This is an optimization exercise on Yosys and OpenROAD, whose aim is small area, a short achievable clock period and few clock cycles per item, not a production implementation.
Function was checked by simulation only, so behaviour that the tests miss may differ from the original.

==> exp/yarrow <==
Design holly_aes256, start of the top module:
module holly_aes256 (
    input  wire         clk,
    input  wire         rst,         
    input  wire         in_valid,
    output wire         in_ready,
    input  wire [255:0] in_key,
    input  wire [127:0] in_block,
    output wire         out_valid,
    input  wire         out_ready,
    output wire [127:0] out_block
);
    reg  [127:0] s_state;
    reg  [255:0] s_key;       
    reg          s_v, s_spec, s_park;
    reg  [3:0]   s_rnd;
    reg  [63:0]  m_mid;       
    reg  [159:0] m_t;         
    reg  [127:0] m_rk;        
    reg  [127:0] m_q;         
    reg  [15:0]  m_kmid;      
    reg          m_v, m_spec;
    reg  [3:0]   m_rnd;
    reg  [127:0] o_data;
    reg          o_v;
    reg          rdy;
    assign in_ready  = rdy;
    assign out_valid = o_v;
    assign out_block = o_data;
    wire [63:0]  s1_mid;
    wire [159:0] s1_t;
    aes_round_s1 u_r1 (.s(s_state), .m(s1_mid), .t(s1_t));
    wire [15:0]  s1_kmid;
    aes_key_s1 u_k1 (.w(s_key[31:0]), .m(s1_kmid));
    reg  [7:0]   rcon;
    always @(*) begin
        case (s_rnd)
            4'd1:    rcon = 8'h01;
            4'd3:    rcon = 8'h02;
            4'd5:    rcon = 8'h04;
            4'd7:    rcon = 8'h08;
            4'd9:    rcon = 8'h10;
            4'd11:   rcon = 8'h20;
            4'd13:   rcon = 8'h40;
            default: rcon = 8'h00;
        endcase
    end
    wire [31:0]  rc = {rcon, 24'h000000};
    wire [31:0]  q0 = s_key[255:224] ^ rc;
    wire [31:0]  q1 = q0 ^ s_key[223:192];
  ...
Settings: LEC_CHECK=0, ABC_CLOCK_PERIOD_IN_PS=3000, CAP_MARGIN=20, CORE_MARGIN=2, CORE_UTILIZATION=45, SLEW_MARGIN=20, SYNTH_HIERARCHICAL=1; clock period 10.0 ns.
standard.sh (not shown) runs the stock make flow with config.mk's settings and CLKGATE_MAP_FILE= SYNTH_SCRIPT=/design/flow/synth_recipe.tcl, a recipe that flattens the netlist after the stock synthesis.
==> flow/flow/run.sh <==
#!/bin/bash
# The standard layout (the standard.sh: ORFS from synthesis to finish, at the unchanged
# 10 ns clock and constraints), with changes only to how the layout is optimised:
#  - repair_timing aims for 6.5 ns of setup slack, so the layout is sized for the shortest
#    period it can reach;
#  - every port still gets its buffer, but the ports are buffered with the small buf_1 cell
#    (the resizer upsizes the ones that need it);
#  - clock tree synthesis uses clkbuf_4/clkbuf_8 buffers and no dummy loads.
# make's full output goes to orfs_make.log here; each ORFS step also logs under orfs/logs/.
set -euo pipefail
bash standard.sh \
  SETUP_SLACK_MARGIN=6.5 \
  "BUFFER_PORTS_ARGS=-buffer_cell sky130_fd_sc_hd__buf_1" \
  "CTS_ARGS=-sink_clustering_enable -repair_clock_nets -dont_use_dummy_load -buf_list {sky130_fd_sc_hd__clkbuf_4 sky130_fd_sc_hd__clkbuf_8}" \
  finish > orfs_make.log 2>&1
==> inputs of exp/zinc, as changes to exp/yarrow <==
--- a/flow/flow/run.sh
+++ b/flow/flow/run.sh
@@ -6,5 +6,6 @@
 #  - every port still gets its buffer, but the ports are buffered with the small buf_1 cell
 #    (the resizer upsizes the ones that need it);
-#  - clock tree synthesis uses clkbuf_4/clkbuf_8 buffers and no dummy loads.
+#  - clock tree synthesis uses clkbuf_4/clkbuf_8 buffers, clusters of up to 16 sinks
+#    within 60 um, and no dummy loads.
 # make's full output goes to orfs_make.log here; each ORFS step also logs under orfs/logs/.
 set -euo pipefail
@@ -12,4 +13,4 @@
   SETUP_SLACK_MARGIN=6.5 \
   "BUFFER_PORTS_ARGS=-buffer_cell sky130_fd_sc_hd__buf_1" \
-  "CTS_ARGS=-sink_clustering_enable -repair_clock_nets -dont_use_dummy_load -buf_list {sky130_fd_sc_hd__clkbuf_4 sky130_fd_sc_hd__clkbuf_8}" \
+  "CTS_ARGS=-sink_clustering_enable -repair_clock_nets -dont_use_dummy_load -sink_clustering_size 16 -sink_clustering_max_diameter 60 -buf_list {sky130_fd_sc_hd__clkbuf_4 sky130_fd_sc_hd__clkbuf_8}" \
   finish > orfs_make.log 2>&1
==> comparison table <==
item                                                                   exp/yarrow    exp/zinc
Max Clock Skew                                                          0.0966 ns    0.127 ns
Sum of routed wire segments on met1                                     96,200 um   96,400 um
Area of combinational cells with multiple inputs                       0.0430 mm2  0.0429 mm2
Layout non-clock buf frac                                                  0.0392      0.0407
Signed area change from the synthesized netlist to the final layout         14.7%       13.0%
Post-route design area                                                 0.0712 mm2  0.0701 mm2
Worst slew margin relative to its limit                                     0.236       0.250
GR Layer Usage met2                                                         0.459       0.457
Global Route met1 Usage                                                     0.403       0.404
WL/cell                                                                   23.5 um     23.6 um
Outcome                                                  timing/DRC/antenna clean  timing/DRC/antenna clean
Clock buffer and inverter area fraction after layout                       0.0346      0.0200
Critical path launch point                                              m_mid[43]   m_mid[17]
RR Endpoint                                                          s_state[123]  s_state[3]
WHS Endpoint                                                             m_rk[45]   m_rk[119]
Maximum level of the CTS H-tree                                                 4           3
Total wirelength of the detailed-routed design                         213,000 um  212,000 um
Met2 wirelength from detailed routing                                   95,300 um   93,900 um
Number of non-filler instances in the completed layout                      9,068       9,004
Number of antenna violations at the first check in global routing              10          11
Final nets                                                                  7,660       7,593
Testbench counts of exp/yarrow, summed over its fixed seeds: cycles 7,208, blocks 512.
Testbench counts of exp/zinc, summed over its fixed seeds: cycles 7,208, blocks 512.

static timing again, ports no longer ideal:
The results above use ideal ports. As a check the final layouts listed here were re-extracted and re-timed, cells and wires unchanged.
Step 1: set_driving_cell puts a clkbuf_16 on clk and a buf_2 on each other input, an assumption about the parent block.
Step 2 also shifts input and output timing later by t, the mid clock arrival at the registers, as if the neighbouring blocks saw the same clock.
Three values: ideal, step 1, step 2; two values: the first two.
run	shift t [ns]	slack for setup (ns)	worst setup path after step 2	worst register clock-pin slew, ns
exp/yarrow	0.940	6.493 / 6.493 / 5.567	input to register	0.06 / 0.06
exp/zinc	0.897	6.353 / 6.353 / 5.573	input to register	0.10 / 0.10
After both steps setup and hold are still met in every run listed. For exp/yarrow, which loses most, drivers alone change the setup slack by 0.000 ns; drivers and shift together by -0.926 ns.
